Context: an optimization exercise on an open-source flow, tuned for small area, a short achievable clock period and few clock cycles. The choices shown serve that exercise and are no tape-out recipe. Function was checked by simulation only, so behaviour that the tests miss may differ from the original. Power figures rest on the tool's default switching activity, not on a simulated workload.

==> inputs of build 37 <==
// cle_exec
module cle_exec (
    input  wire               clk,
    input  wire               rst,
    input  wire               start,
    output wire               ready,
    output reg                done,
    input  wire signed [31:0] x,
    input  wire signed [31:0] s,
    input  wire signed [31:0] r_in,
    input  wire        [30:0] slew,
    input  wire        [30:0] in_fs,
    input  wire               reverse,
    input  wire signed [15:0] kp,
    input  wire signed [15:0] ki,
    input  wire signed [15:0] kff,
    input  wire signed [15:0] u0,
    input  wire        [3:0]  kp_sh,
    input  wire        [3:0]  ki_sh,
    input  wire        [3:0]  kff_sh,
    input  wire signed [15:0] out_min,
    input  wire signed [15:0] out_max,
    input  wire signed [39:0] i_in,
    output reg                tbl_rd,
    output reg         [4:0]  tbl_k,
    input  wire        [31:0] tbl_lo,
    input  wire        [31:0] tbl_hi,
    output wire signed [31:0] r_out,
    output wire signed [39:0] i_out,
    output reg  signed [15:0] out,
    output reg                sat,
    output reg                clamped,
    output reg                ramping
);
clock: 16.5 ns
lec_check: 0
cap_margin: 20
core_margin: 2
core_utilization: 60
place_density: 0.75
slew_margin: 20
run.sh (not shown) runs the stock make flow with config.mk's settings and CLKGATE_MAP_FILE= SYNTH_SCRIPT=/design/flow/synth_recipe.tcl, a recipe that flattens the netlist after the stock synthesis.
==> inputs of build 29, as changes to build 37 <==
--- a/flow/design.v
+++ b/flow/design.v
@@ -77,21 +77,21 @@
     wire signed [15:0] xq = qx[15:0];
     wire signed [15:0] e  = qx[15:0];
     wire signed [15:0] rq = qr[15:0];
     wire        [11:0] fr  = remx[11:0];
     wire        [31:0] mI  = sr;
     wire        [31:0] mP  = {slr, up};
     wire        [31:0] tl  = {qx[16], fs};
-    wire signed [16:0] dgp = fs3[16:0];
-    wire signed [16:0] dgi = {qx[17], fs3[32:17]};
-    reg  [24:0] facc;                
+    wire signed [23:0] mG  = fs3[23:0];
+    wire signed [16:0] dgi = remx[30:14];
     reg  [17:0] kpr, kir;
     reg  [15:0] kffr;
-    reg         pb, ib, fb, gb;
-    reg  [23:0] gpa, gia;            
+    reg         pb, ib, gb;
+    reg  [29:0] gpa;                 
+    reg  [23:0] gia;                 
     reg  [37:0] Pacc, Iacc;          
     reg  dipos, dineg, satpi, tnz, ilo, ihi, dlo, dhi;
     wire signed [32:0] s33   = {sr[31], sr};
     wire signed [34:0] rr35  = {{2{rr[32]}}, rr};
     wire signed [34:0] s35   = {{3{sr[31]}}, sr};
     wire signed [34:0] sl35  = {4'd0, slr};
     wire signed [33:0] dsr   = {rr[32], rr} - {s33[32], s33};
@@ -127,41 +127,40 @@
     wire        ep_lo = ep[16] & ~ep[15];                     
     wire        en_hi = ~en[16] & en[15] & (|en[14:0]);       
     wire signed [15:0] e_new = ep_hi ? 16'sh7FFF : ep_lo ? 16'sh8000 : ep[15:0];
     wire        [15:0] a_new = ep[16] ? (en_hi ? 16'h8000 : en[15:0])
                                       : (ep_hi ? 16'h7FFF : ep[15:0]);
     wire        [4:0]  k_new = a_new[15] ? 5'd31 : a_new[14:10];
     wire        [10:0] f_new = a_new[15] ? 11'd1024 : {1'b0, a_new[9:0]};
-    wire [24:0] facc_n;
-    wire [23:0] gpa_n, gia_n;
+    wire [29:0] gpa_n;
+    wire [23:0] gia_n;
     wire [37:0] Pacc_n, Iacc_n;
     wire signed [16:0] dgp_n = $signed({1'b0, tbl_hi[15:0]})  - $signed({1'b0, tbl_lo[15:0]});
     wire signed [16:0] dgi_n = $signed({1'b0, tbl_hi[31:16]}) - $signed({1'b0, tbl_lo[31:16]});
     wire [31:0] e32 = {{16{e_new[15]}}, e_new};
-    cle_booth #(.W(25), .MW(16)) u_bf (.acc(facc), .m(rq),  .bits({kffr[3:0], fb}), .sum(facc_n));
-    wire [23:0] g0p = st[15] ? {4'd0, tl[15:0], 4'd0}  : 24'd0;
+    wire [29:0] g0p = st[15] ? {10'd0, tl[15:0], 4'd0} : 30'd0;
     wire [23:0] g0i = st[15] ? {4'd0, tl[31:16], 4'd0} : 24'd0;
-    cle_booth3 #(.W(24), .MW(17)) u_gp (.acc(gpa), .ext(g0p), .m(dgp), .bits({fr[5:0], gb}), .sum(gpa_n));
+    cle_booth3 #(.W(30), .MW(24)) u_gp (.acc(gpa), .ext(g0p), .m(mG),  .bits({fr[5:0], gb}), .sum(gpa_n));
     cle_booth3 #(.W(24), .MW(17)) u_gi (.acc(gia), .ext(g0i), .m(dgi), .bits({fr[5:0], gb}), .sum(gia_n));
     cle_booth3 #(.W(38), .MW(32)) u_bP (.acc(Pacc), .ext(38'd0), .m(mP),
                                         .bits({kpr[5:0], pb}), .sum(Pacc_n));
     cle_booth3 #(.W(38), .MW(32)) u_bI (.acc(Iacc), .ext(38'd0), .m(mI),
                                         .bits({kir[5:0], ib}), .sum(Iacc_n));
     wire signed [43:0] Sv = {Pacc, kpr[17:12]};            
     wire signed [43:0] Dv = {Iacc, kir[17:12]};            
-    wire signed [40:0] Xv = {facc, kffr};                  
+    wire signed [40:0] Xv = {gpa[22:0], remx[17:0]};       
     wire signed [43:0] Iv = {{4{ir[39]}}, ir};
-    wire signed [35:0] sh_in  = st[17] ? {{4{facc[15]}}, facc[15:0], kffr} :
+    wire signed [35:0] sh_in  = st[15] ? {{20{rq[15]}}, rq} :
                                 st[19] ? {Pacc[29:0], kpr[17:12]} : {Iacc[29:0], kir[17:12]};
-    wire        [3:0]  sh_amt = st[17] ? fsh : st[19] ? psh : ish;
+    wire        [3:0]  sh_amt = st[15] ? fsh : st[19] ? psh : ish;
     wire signed [43:0] sh_ext = {{8{sh_in[35]}}, sh_in};
     wire signed [43:0] sh_out = sh_ext <<< sh_amt;
-    wire signed [43:0] add_a = st[18] ? {{13{u0r[15]}}, u0r, 15'd0} :
+    wire signed [43:0] add_a = st[19] ? {{13{u0r[15]}}, u0r, 15'd0} :
                                st[21] ? Dv : Sv;
-    wire signed [43:0] add_b = (st[18] | st[20]) ? {{3{Xv[40]}}, Xv} :
+    wire signed [43:0] add_b = (st[19] | st[20]) ? {{3{Xv[40]}}, Xv} :
                                st[22] ? Dv : Iv;
     wire signed [44:0] add_y = {add_a[43], add_a} + {add_b[43], add_b};
     wire s_out40 = ~((&Sv[43:39]) | ~(|Sv[43:39]));
     wire d_out40 = ~((&Dv[43:39]) | ~(|Dv[43:39]));
     function [1:0] lim(input signed [29:0] ch, input c_nz, input signed [15:0] m);
         reg inr;
         reg lt, eq;
@@ -169,15 +168,15 @@
             inr = (&ch[29:15]) | ~(|ch[29:15]);
             lt  = $signed(ch[15:0]) < m;
             eq  = ch[15:0] == m;
             if (!inr) lim = ch[29] ? 2'b01 : 2'b10;
             else      lim = {~lt & ~(eq & ~c_nz), lt};
         end
     endfunction
-    wire signed [29:0] tq  = {facc[23:0], kffr[15:10]};    
+    wire signed [29:0] tq  = {gpa[23:0], remx[17:12]};     
     wire signed [29:0] l_c = st[21] ? {{5{ir[39]}}, ir[39:15]} :
                              st[22] ? {Dv[43], Dv[43:15]} : tq;
     wire               l_z = st[21] ? |ir[14:0] : st[22] ? |Dv[14:0] : tnz;
     wire [1:0] fl_t = lim(l_c, l_z, omin);
     wire [1:0] fh_t = lim(l_c, l_z, omax);
     wire keep = (dipos & fh_t[1]) | (dineg & fl_t[0]);
     wire lo_gt_hi = omin > omax;
@@ -241,16 +240,16 @@
                     st   <= 25'd1;
                 end
             end else begin
                 if (st[1])  ph_dx <= 1'b1;
                 if (st[10]) ph_dx <= 1'b0;
                 if (st[12]) ph_a  <= 1'b1;
                 if (st[15]) ph_a  <= 1'b0;
-                if (st[12]) ph_f  <= 1'b1;
-                if (st[16]) ph_f  <= 1'b0;
+                if (st[15]) ph_f  <= 1'b1;
+                if (st[18]) ph_f  <= 1'b0;
                 if (st[13]) ph_g  <= 1'b1;
                 if (st[15]) ph_g  <= 1'b0;
                 if (st[15]) ph_b  <= 1'b1;
                 if (st[18]) ph_b  <= 1'b0;
                 if (st[1]) begin
                     fs3     <= {2'b00, fs} + {1'b0, fs, 1'b0};
                     rr      <= {r_new[31], r_new};
@@ -277,25 +276,24 @@
                     {slr, up}  <= e32;
                     sr         <= e32;
                     remx[11:0] <= {1'b0, f_new};
                     tbl_k  <= k_new;
                     tbl_rd <= 1'b1;
                     Pacc   <= 38'd0;
                     Iacc   <= 38'd0;
-                    facc   <= 25'd0;
-                    gpa    <= 24'd0;
+                    gpa    <= 30'd0;
                     gia    <= 24'd0;
                     pb     <= 1'b0;
                     ib     <= 1'b0;
-                    fb     <= 1'b0;
                     gb     <= 1'b0;
                 end
                 if (st[13]) begin
                     {qx[16], fs} <= tbl_lo;
-                    {qx[17], fs3} <= {dgi_n, dgp_n};
+                    fs3[23:0]    <= {{7{dgp_n[16]}}, dgp_n};
+                    remx[30:14]  <= dgi_n;
                     tbl_rd    <= 1'b0;
                 end
                 if (ph_a) begin
                     if (st[15]) begin
                         {slr, up} <= {Pacc_n[19:0], kpr[17:6]};
                         sr   <= {Iacc_n[19:0], kir[17:6]};
                         kpr  <= {2'b00, gpa_n[19:4]};
@@ -309,35 +307,40 @@
                         kpr  <= {Pacc_n[5:0], kpr[17:6]};
                         pb   <= kpr[5];
                         Iacc <= {{6{Iacc_n[37]}}, Iacc_n[37:6]};
                         kir  <= {Iacc_n[5:0], kir[17:6]};
                         ib   <= kir[5];
                     end
                 end
-                if (ph_f) begin
-                    facc <= {{4{facc_n[24]}}, facc_n[24:4]};
-                    kffr <= {facc_n[3:0], kffr[15:4]};
-                    fb   <= kffr[3];
-                end
                 if (ph_g) begin
-                    gpa <= {{6{gpa_n[23]}}, gpa_n[23:6]};
+                    gpa <= {{6{gpa_n[29]}}, gpa_n[29:6]};
                     gia <= {{6{gia_n[23]}}, gia_n[23:6]};
                     remx[11:0] <= {6'd0, fr[11:6]};
                     gb <= fr[5];
                 end
+                if (st[15]) begin
+                    gpa         <= 30'd0;
+                    gb          <= 1'b0;
+                    remx[17:0]  <= {{2{kffr[15]}}, kffr};
+                    fs3[23:0]   <= sh_out[23:0];
+                end
+                if (ph_f) begin
+                    gpa        <= {{6{gpa_n[29]}}, gpa_n[29:6]};
+                    remx[17:0] <= {gpa_n[5:0], remx[17:6]};
+                    gb         <= remx[5];
+                end
                 if (ph_b) begin
                     Pacc <= {{6{Pacc_n[37]}}, Pacc_n[37:6]};
                     kpr  <= {Pacc_n[5:0], kpr[17:6]};
                     pb   <= kpr[5];
                     Iacc <= {{6{Iacc_n[37]}}, Iacc_n[37:6]};
                     kir  <= {Iacc_n[5:0], kir[17:6]};
                     ib   <= kir[5];
                 end
-                if (st[17]) {facc, kffr} <= sh_out[40:0];
-                if (st[18]) {facc, kffr} <= add_y[40:0];
+                if (st[19]) {gpa[22:0], remx[17:0]} <= add_y[40:0];
                 if (st[19]) {Pacc, kpr[17:12]} <= sh_out;
                 if (st[20]) begin
                     {Pacc, kpr[17:12]} <= add_y[43:0];
                     {Iacc, kir[17:12]} <= sh_out;
                     satpi <= s_out40;
                 end
                 if (st[21]) begin
@@ -347,15 +350,15 @@
                     satpi <= satpi | d_out40;
                     dipos <= ~Dv[43] & (|Dv);
                     dineg <= Dv[43];
                 end
                 if (st[22]) begin
                     dlo <= fl_t[0];
                     dhi <= fh_t[1];
-                    {facc[23:0], kffr[15:10]} <= add_y[44:15];
+                    {gpa[23:0], remx[17:12]} <= add_y[44:15];
                     tnz <= |add_y[14:0];
                 end
                 if (st[23]) ir <= I_n;
                 if (st[24]) {Iacc, kir[17:12]} <= add_y[43:0];
                 if (st[25]) begin
                     out     <= o_n;
                     clamped <= (o_n != u_n);
==> flow/config.mk (replaced) <==
export PLATFORM = sky130hd
export DESIGN_NAME = cle_exec
export DESIGN_NICKNAME = cle_exec
export VERILOG_FILES = /design/flow/design.v
export SDC_FILE = /design/flow/constraint.sdc
export NUM_CORES = 4
export LEC_CHECK = 0
export CAP_MARGIN = 20
export CORE_MARGIN = 2
export CORE_UTILIZATION = 40
export PLACE_DENSITY = 0.6
export SLEW_MARGIN = 20
==> inputs of trial 85, as changes to build 37 <==
--- a/flow/design.v
+++ b/flow/design.v
@@ -76,36 +76,38 @@
     cle_div u_dr (.rem(remr), .bits_in(rb), .d(fs), .d3(fs3), .rem_next(remr_n), .q(qdr));
     wire signed [15:0] xq = qx[15:0];
     wire signed [15:0] e  = qx[15:0];
     wire signed [15:0] rq = qr[15:0];
     wire        [11:0] fr  = remx[11:0];
     wire        [31:0] mI  = sr;
     wire        [31:0] mP  = {slr, up};
-    wire        [31:0] tl  = {qx[16], fs};
-    wire signed [16:0] dgp = fs3[16:0];
-    wire signed [16:0] dgi = {qx[17], fs3[32:17]};
-    reg  [24:0] facc;                
+    wire signed [23:0] mG  = fs3[23:0];
+    wire signed [16:0] dgi = remx[30:14];
     reg  [17:0] kpr, kir;
     reg  [15:0] kffr;
-    reg         pb, ib, fb, gb;
-    reg  [23:0] gpa, gia;            
+    reg         pb, ib, gb;
+    reg  [29:0] gpa;                 
+    reg  [27:0] gia;                 
     reg  [37:0] Pacc, Iacc;          
     reg  dipos, dineg, satpi, tnz, ilo, ihi, dlo, dhi;
     wire signed [32:0] s33   = {sr[31], sr};
     wire signed [34:0] rr35  = {{2{rr[32]}}, rr};
     wire signed [34:0] s35   = {{3{sr[31]}}, sr};
     wire signed [34:0] sl35  = {4'd0, slr};
     wire signed [33:0] dsr   = {rr[32], rr} - {s33[32], s33};
     wire               up_n  = dsr[33];                        
     wire signed [34:0] ov_up = rr35 + sl35 - s35;              
     wire signed [34:0] ov_dn = rr35 + ~sl35 + ~s35 + 35'sd1;   
     wire signed [32:0] r_up  = rr + {2'b00, slr};
     wire signed [32:0] r_dn  = rr - {2'b00, slr};
     wire               take_s = (slr == 31'd0) | (up_n ? ~ov_up[34] : ov_dn[34]);
-    wire signed [31:0] r_new  = take_s ? sr : up_n ? r_up[31:0] : r_dn[31:0];
+    wire               sel_up = ~take_s & up_n;
+    wire               sel_dn = ~take_s & ~up_n;
+    wire signed [31:0] r_new  = (sr & {32{take_s}}) | (r_up[31:0] & {32{sel_up}}) |
+                                (r_dn[31:0] & {32{sel_dn}});
     wire        [31:0] r_abs  = r_new ^ {32{r_new[31]}};
     function [15:0] qfix(input [17:0] q, input sg);
         reg signed [17:0] v;
         begin
             v = $signed({sg, q[16:1] ^ {16{sg}}}) + $signed({17'd0, q[0] ^ sg});
             if (q[17])
                 qfix = sg ? 16'h8000 : 16'h7FFF;
@@ -127,41 +129,38 @@
     wire        ep_lo = ep[16] & ~ep[15];                     
     wire        en_hi = ~en[16] & en[15] & (|en[14:0]);       
     wire signed [15:0] e_new = ep_hi ? 16'sh7FFF : ep_lo ? 16'sh8000 : ep[15:0];
     wire        [15:0] a_new = ep[16] ? (en_hi ? 16'h8000 : en[15:0])
                                       : (ep_hi ? 16'h7FFF : ep[15:0]);
     wire        [4:0]  k_new = a_new[15] ? 5'd31 : a_new[14:10];
     wire        [10:0] f_new = a_new[15] ? 11'd1024 : {1'b0, a_new[9:0]};
-    wire [24:0] facc_n;
-    wire [23:0] gpa_n, gia_n;
+    wire [29:0] gpa_n;
+    wire [27:0] gia_n;
     wire [37:0] Pacc_n, Iacc_n;
     wire signed [16:0] dgp_n = $signed({1'b0, tbl_hi[15:0]})  - $signed({1'b0, tbl_lo[15:0]});
     wire signed [16:0] dgi_n = $signed({1'b0, tbl_hi[31:16]}) - $signed({1'b0, tbl_lo[31:16]});
     wire [31:0] e32 = {{16{e_new[15]}}, e_new};
-    cle_booth #(.W(25), .MW(16)) u_bf (.acc(facc), .m(rq),  .bits({kffr[3:0], fb}), .sum(facc_n));
-    wire [23:0] g0p = st[15] ? {4'd0, tl[15:0], 4'd0}  : 24'd0;
-    wire [23:0] g0i = st[15] ? {4'd0, tl[31:16], 4'd0} : 24'd0;
-    cle_booth3 #(.W(24), .MW(17)) u_gp (.acc(gpa), .ext(g0p), .m(dgp), .bits({fr[5:0], gb}), .sum(gpa_n));
-    cle_booth3 #(.W(24), .MW(17)) u_gi (.acc(gia), .ext(g0i), .m(dgi), .bits({fr[5:0], gb}), .sum(gia_n));
+    cle_booth3 #(.W(30), .MW(24)) u_gp (.acc(gpa), .ext(30'd0), .m(mG),  .bits({fr[5:0], gb}), .sum(gpa_n));
+    cle_booth3 #(.W(28), .MW(17)) u_gi (.acc(gia), .ext(28'd0), .m(dgi), .bits({fr[5:0], gb}), .sum(gia_n));
     cle_booth3 #(.W(38), .MW(32)) u_bP (.acc(Pacc), .ext(38'd0), .m(mP),
                                         .bits({kpr[5:0], pb}), .sum(Pacc_n));
     cle_booth3 #(.W(38), .MW(32)) u_bI (.acc(Iacc), .ext(38'd0), .m(mI),
                                         .bits({kir[5:0], ib}), .sum(Iacc_n));
     wire signed [43:0] Sv = {Pacc, kpr[17:12]};            
     wire signed [43:0] Dv = {Iacc, kir[17:12]};            
-    wire signed [40:0] Xv = {facc, kffr};                  
+    wire signed [40:0] Xv = {gpa[22:0], remx[17:0]};       
     wire signed [43:0] Iv = {{4{ir[39]}}, ir};
-    wire signed [35:0] sh_in  = st[17] ? {{4{facc[15]}}, facc[15:0], kffr} :
+    wire signed [35:0] sh_in  = st[15] ? {{20{rq[15]}}, rq} :
                                 st[19] ? {Pacc[29:0], kpr[17:12]} : {Iacc[29:0], kir[17:12]};
-    wire        [3:0]  sh_amt = st[17] ? fsh : st[19] ? psh : ish;
+    wire        [3:0]  sh_amt = st[15] ? fsh : st[19] ? psh : ish;
     wire signed [43:0] sh_ext = {{8{sh_in[35]}}, sh_in};
     wire signed [43:0] sh_out = sh_ext <<< sh_amt;
-    wire signed [43:0] add_a = st[18] ? {{13{u0r[15]}}, u0r, 15'd0} :
+    wire signed [43:0] add_a = st[19] ? {{13{u0r[15]}}, u0r, 15'd0} :
                                st[21] ? Dv : Sv;
-    wire signed [43:0] add_b = (st[18] | st[20]) ? {{3{Xv[40]}}, Xv} :
+    wire signed [43:0] add_b = (st[19] | st[20]) ? {{3{Xv[40]}}, Xv} :
                                st[22] ? Dv : Iv;
     wire signed [44:0] add_y = {add_a[43], add_a} + {add_b[43], add_b};
     wire s_out40 = ~((&Sv[43:39]) | ~(|Sv[43:39]));
     wire d_out40 = ~((&Dv[43:39]) | ~(|Dv[43:39]));
     function [1:0] lim(input signed [29:0] ch, input c_nz, input signed [15:0] m);
         reg inr;
         reg lt, eq;
@@ -169,15 +168,15 @@
             inr = (&ch[29:15]) | ~(|ch[29:15]);
             lt  = $signed(ch[15:0]) < m;
             eq  = ch[15:0] == m;
             if (!inr) lim = ch[29] ? 2'b01 : 2'b10;
             else      lim = {~lt & ~(eq & ~c_nz), lt};
         end
     endfunction
-    wire signed [29:0] tq  = {facc[23:0], kffr[15:10]};    
+    wire signed [29:0] tq  = {gpa[23:0], remx[17:12]};     
     wire signed [29:0] l_c = st[21] ? {{5{ir[39]}}, ir[39:15]} :
                              st[22] ? {Dv[43], Dv[43:15]} : tq;
     wire               l_z = st[21] ? |ir[14:0] : st[22] ? |Dv[14:0] : tnz;
     wire [1:0] fl_t = lim(l_c, l_z, omin);
     wire [1:0] fh_t = lim(l_c, l_z, omax);
     wire keep = (dipos & fh_t[1]) | (dineg & fl_t[0]);
     wire lo_gt_hi = omin > omax;
@@ -241,16 +240,16 @@
                     st   <= 25'd1;
                 end
             end else begin
                 if (st[1])  ph_dx <= 1'b1;
                 if (st[10]) ph_dx <= 1'b0;
                 if (st[12]) ph_a  <= 1'b1;
                 if (st[15]) ph_a  <= 1'b0;
-                if (st[12]) ph_f  <= 1'b1;
-                if (st[16]) ph_f  <= 1'b0;
+                if (st[15]) ph_f  <= 1'b1;
+                if (st[18]) ph_f  <= 1'b0;
                 if (st[13]) ph_g  <= 1'b1;
                 if (st[15]) ph_g  <= 1'b0;
                 if (st[15]) ph_b  <= 1'b1;
                 if (st[18]) ph_b  <= 1'b0;
                 if (st[1]) begin
                     fs3     <= {2'b00, fs} + {1'b0, fs, 1'b0};
                     rr      <= {r_new[31], r_new};
@@ -277,25 +276,23 @@
                     {slr, up}  <= e32;
                     sr         <= e32;
                     remx[11:0] <= {1'b0, f_new};
                     tbl_k  <= k_new;
                     tbl_rd <= 1'b1;
                     Pacc   <= 38'd0;
                     Iacc   <= 38'd0;
-                    facc   <= 25'd0;
-                    gpa    <= 24'd0;
-                    gia    <= 24'd0;
                     pb     <= 1'b0;
                     ib     <= 1'b0;
-                    fb     <= 1'b0;
                     gb     <= 1'b0;
                 end
                 if (st[13]) begin
-                    {qx[16], fs} <= tbl_lo;
-                    {qx[17], fs3} <= {dgi_n, dgp_n};
+                    gpa          <= {4'd0, tbl_lo[15:0], 10'd0};
+                    gia          <= {2'd0, tbl_lo[31:16], 10'd0};
+                    fs3[23:0]    <= {{7{dgp_n[16]}}, dgp_n};
+                    remx[30:14]  <= dgi_n;
                     tbl_rd    <= 1'b0;
                 end
                 if (ph_a) begin
                     if (st[15]) begin
                         {slr, up} <= {Pacc_n[19:0], kpr[17:6]};
                         sr   <= {Iacc_n[19:0], kir[17:6]};
                         kpr  <= {2'b00, gpa_n[19:4]};
@@ -309,35 +306,40 @@
                         kpr  <= {Pacc_n[5:0], kpr[17:6]};
                         pb   <= kpr[5];
                         Iacc <= {{6{Iacc_n[37]}}, Iacc_n[37:6]};
                         kir  <= {Iacc_n[5:0], kir[17:6]};
                         ib   <= kir[5];
                     end
                 end
-                if (ph_f) begin
-                    facc <= {{4{facc_n[24]}}, facc_n[24:4]};
-                    kffr <= {facc_n[3:0], kffr[15:4]};
-                    fb   <= kffr[3];
-                end
                 if (ph_g) begin
-                    gpa <= {{6{gpa_n[23]}}, gpa_n[23:6]};
-                    gia <= {{6{gia_n[23]}}, gia_n[23:6]};
+                    gpa <= {{6{gpa_n[29]}}, gpa_n[29:6]};
+                    gia <= {{6{gia_n[27]}}, gia_n[27:6]};
                     remx[11:0] <= {6'd0, fr[11:6]};
                     gb <= fr[5];
                 end
+                if (st[15]) begin
+                    gpa         <= 30'd0;
+                    gb          <= 1'b0;
+                    remx[17:0]  <= {{2{kffr[15]}}, kffr};
+                    fs3[23:0]   <= sh_out[23:0];
+                end
+                if (ph_f) begin
+                    gpa        <= {{6{gpa_n[29]}}, gpa_n[29:6]};
+                    remx[17:0] <= {gpa_n[5:0], remx[17:6]};
+                    gb         <= remx[5];
+                end
                 if (ph_b) begin
                     Pacc <= {{6{Pacc_n[37]}}, Pacc_n[37:6]};
                     kpr  <= {Pacc_n[5:0], kpr[17:6]};
                     pb   <= kpr[5];
                     Iacc <= {{6{Iacc_n[37]}}, Iacc_n[37:6]};
                     kir  <= {Iacc_n[5:0], kir[17:6]};
                     ib   <= kir[5];
                 end
-                if (st[17]) {facc, kffr} <= sh_out[40:0];
-                if (st[18]) {facc, kffr} <= add_y[40:0];
+                if (st[19]) {gpa[22:0], remx[17:0]} <= add_y[40:0];
                 if (st[19]) {Pacc, kpr[17:12]} <= sh_out;
                 if (st[20]) begin
                     {Pacc, kpr[17:12]} <= add_y[43:0];
                     {Iacc, kir[17:12]} <= sh_out;
                     satpi <= s_out40;
                 end
                 if (st[21]) begin
@@ -347,15 +349,15 @@
                     satpi <= satpi | d_out40;
                     dipos <= ~Dv[43] & (|Dv);
                     dineg <= Dv[43];
                 end
                 if (st[22]) begin
                     dlo <= fl_t[0];
                     dhi <= fh_t[1];
-                    {facc[23:0], kffr[15:10]} <= add_y[44:15];
+                    {gpa[23:0], remx[17:12]} <= add_y[44:15];
                     tnz <= |add_y[14:0];
                 end
                 if (st[23]) ir <= I_n;
                 if (st[24]) {Iacc, kir[17:12]} <= add_y[43:0];
                 if (st[25]) begin
                     out     <= o_n;
                     clamped <= (o_n != u_n);
==> flow/config.mk (replaced) <==
export PLATFORM = sky130hd
export DESIGN_NAME = cle_exec
export DESIGN_NICKNAME = cle_exec
export VERILOG_FILES = /design/flow/design.v
export SDC_FILE = /design/flow/constraint.sdc
export NUM_CORES = 4
export LEC_CHECK = 0
export CAP_MARGIN = 20
export CORE_MARGIN = 2
export CORE_UTILIZATION = 40
export PLACE_DENSITY = 0.6
export SLEW_MARGIN = 20
==> inputs of build 34, as changes to build 37 <==
==> flow/config.mk (replaced) <==
export PLATFORM = sky130hd
export DESIGN_NAME = cle_exec
export DESIGN_NICKNAME = cle_exec
export VERILOG_FILES = /design/flow/design.v
export SDC_FILE = /design/flow/constraint.sdc
export NUM_CORES = 4
export LEC_CHECK = 0
export CAP_MARGIN = 20
export CORE_MARGIN = 2
export CORE_UTILIZATION = 40
export PLACE_DENSITY = 0.6
export SLEW_MARGIN = 20
==> summary.txt <==
Run status: build 34 finished clean; build 37 finished clean; build 29 finished clean; trial 85 finished clean
Height of the chip: build 34 466 um; build 37 381 um; build 29 458 um; trial 85 459 um
Logic power comb: build 34 9.75 mW; build 37 9.71 mW; build 29 11.6 mW; trial 85 9.02 mW
Critical path data required time: build 34 17000 ps; build 37 16910 ps; build 29 16990 ps; trial 85 16950 ps
Minimum clock period: build 34 7640 ps; build 37 7660 ps; build 29 8350 ps; trial 85 7920 ps
Final instance count without filler cells: build 34 13300; build 37 12300; build 29 13000; trial 85 13000
Static leakage power: build 34 39.8 nW; build 37 39.6 nW; build 29 39.0 nW; trial 85 38.8 nW
Aggregate global-route resource usage: build 34 0.346; build 37 0.493; build 29 0.405; trial 85 0.385
Share of synthesized cell area in full adder, half adder and majority cells: build 34 0.204; build 37 0.204; build 29 0.205; trial 85 0.203
Utilization after layout: build 34 0.452; build 37 0.668; build 29 0.455; trial 85 0.455
Area Overhead vs Synth: build 34 12.2%; build 37 10.6%; build 29 13.0%; trial 85 12.9%
Fraction of area in registers: build 34 0.182; build 37 0.185; build 29 0.181; trial 85 0.184
Reg2Reg Launch Point: build 34 sr[20]$_DFFE_PN_; build 37 kpr[1]$_DFFE_PP_; build 29 sr[31]$_DFFE_PN_; trial 85 remx[3]$_DFFE_PP_
Cell-internal power: build 34 6.30 mW; build 37 6.31 mW; build 29 6.84 mW; trial 85 6.02 mW
Power in the clock group: build 34 1.92 mW; build 37 1.85 mW; build 29 1.93 mW; trial 85 1.99 mW
Signal buf overhead: build 34 0.0642; build 37 0.0641; build 29 0.0693; trial 85 0.0683
Worst voltage drop across the vdd grid: build 34 210 uV; build 37 128 uV; build 29 150 uV; trial 85 169 uV
Number of ordinary inverters in the final layout: build 34 839; build 37 839; build 29 884; trial 85 765
Flip-flop and latch count: build 34 592; build 37 592; build 29 572; trial 85 583
Fraction of area in multi-input gates: build 34 0.655; build 37 0.664; build 29 0.647; trial 85 0.649
Worst reg2reg setup slack: build 34 8860 ps; build 37 8840 ps; build 29 8150 ps; trial 85 8580 ps
Most instantiated library cell after synthesis: build 34 sky130_fd_sc_hd__nor2_1; build 37 sky130_fd_sc_hd__nor2_1; build 29 sky130_fd_sc_hd__inv_1; trial 85 sky130_fd_sc_hd__nor2_1
Reg area: build 34 0.0175 sq mm; build 37 0.0175 sq mm; build 29 0.0169 sq mm; trial 85 0.0172 sq mm
Number of tapcells: build 34 2821; build 37 1890; build 29 2688; trial 85 2688
Buffers and inverters on the worst path: build 34 3; build 37 2; build 29 4; trial 85 2
Testbench counts of build 37, summed over its fixed seeds: cycles 66,624.
Testbench counts of build 29, summed over its fixed seeds: cycles 66,624.
Testbench counts of trial 85, summed over its fixed seeds: cycles 66,624.
Testbench counts of build 34, summed over its fixed seeds: cycles 66,624.

port drivers added, routing unchanged:
No port has a modelled driver above. Below, the same layouts with a new extraction and two added sets of constraints.
Step 1, drivers: a clkbuf_16 drives clk and a buf_2 each remaining input, both assumed.
Step 2 adds t to the input delays and takes it off the output delays; t is the mean of the earliest and latest rising clock arrival at the registers after step 1. Input paths then give back, and output paths get back, about the clock's delay inside the block.
Three values: ideal, step 1, step 2; two values: the first two.
| run | t (ns) | setup WS [ns] | worst setup path after step 2 | latest minus earliest clock arrival (ns) |
|---|---|---|---|---|
| build 37 | 0.795 | 8.841 / 8.841 / 8.841 | register to register | 0.041 / 0.041 |
| build 29 | 0.873 | 8.151 / 8.151 / 8.151 | register to register | 0.091 / 0.091 |
| trial 85 | 0.851 | 8.583 / 8.583 / 8.583 | register to register | 0.064 / 0.064 |
| build 34 | 0.832 | 8.859 / 8.859 / 8.859 | register to register | 0.056 / 0.056 |
After both steps every run listed still meets setup and hold.
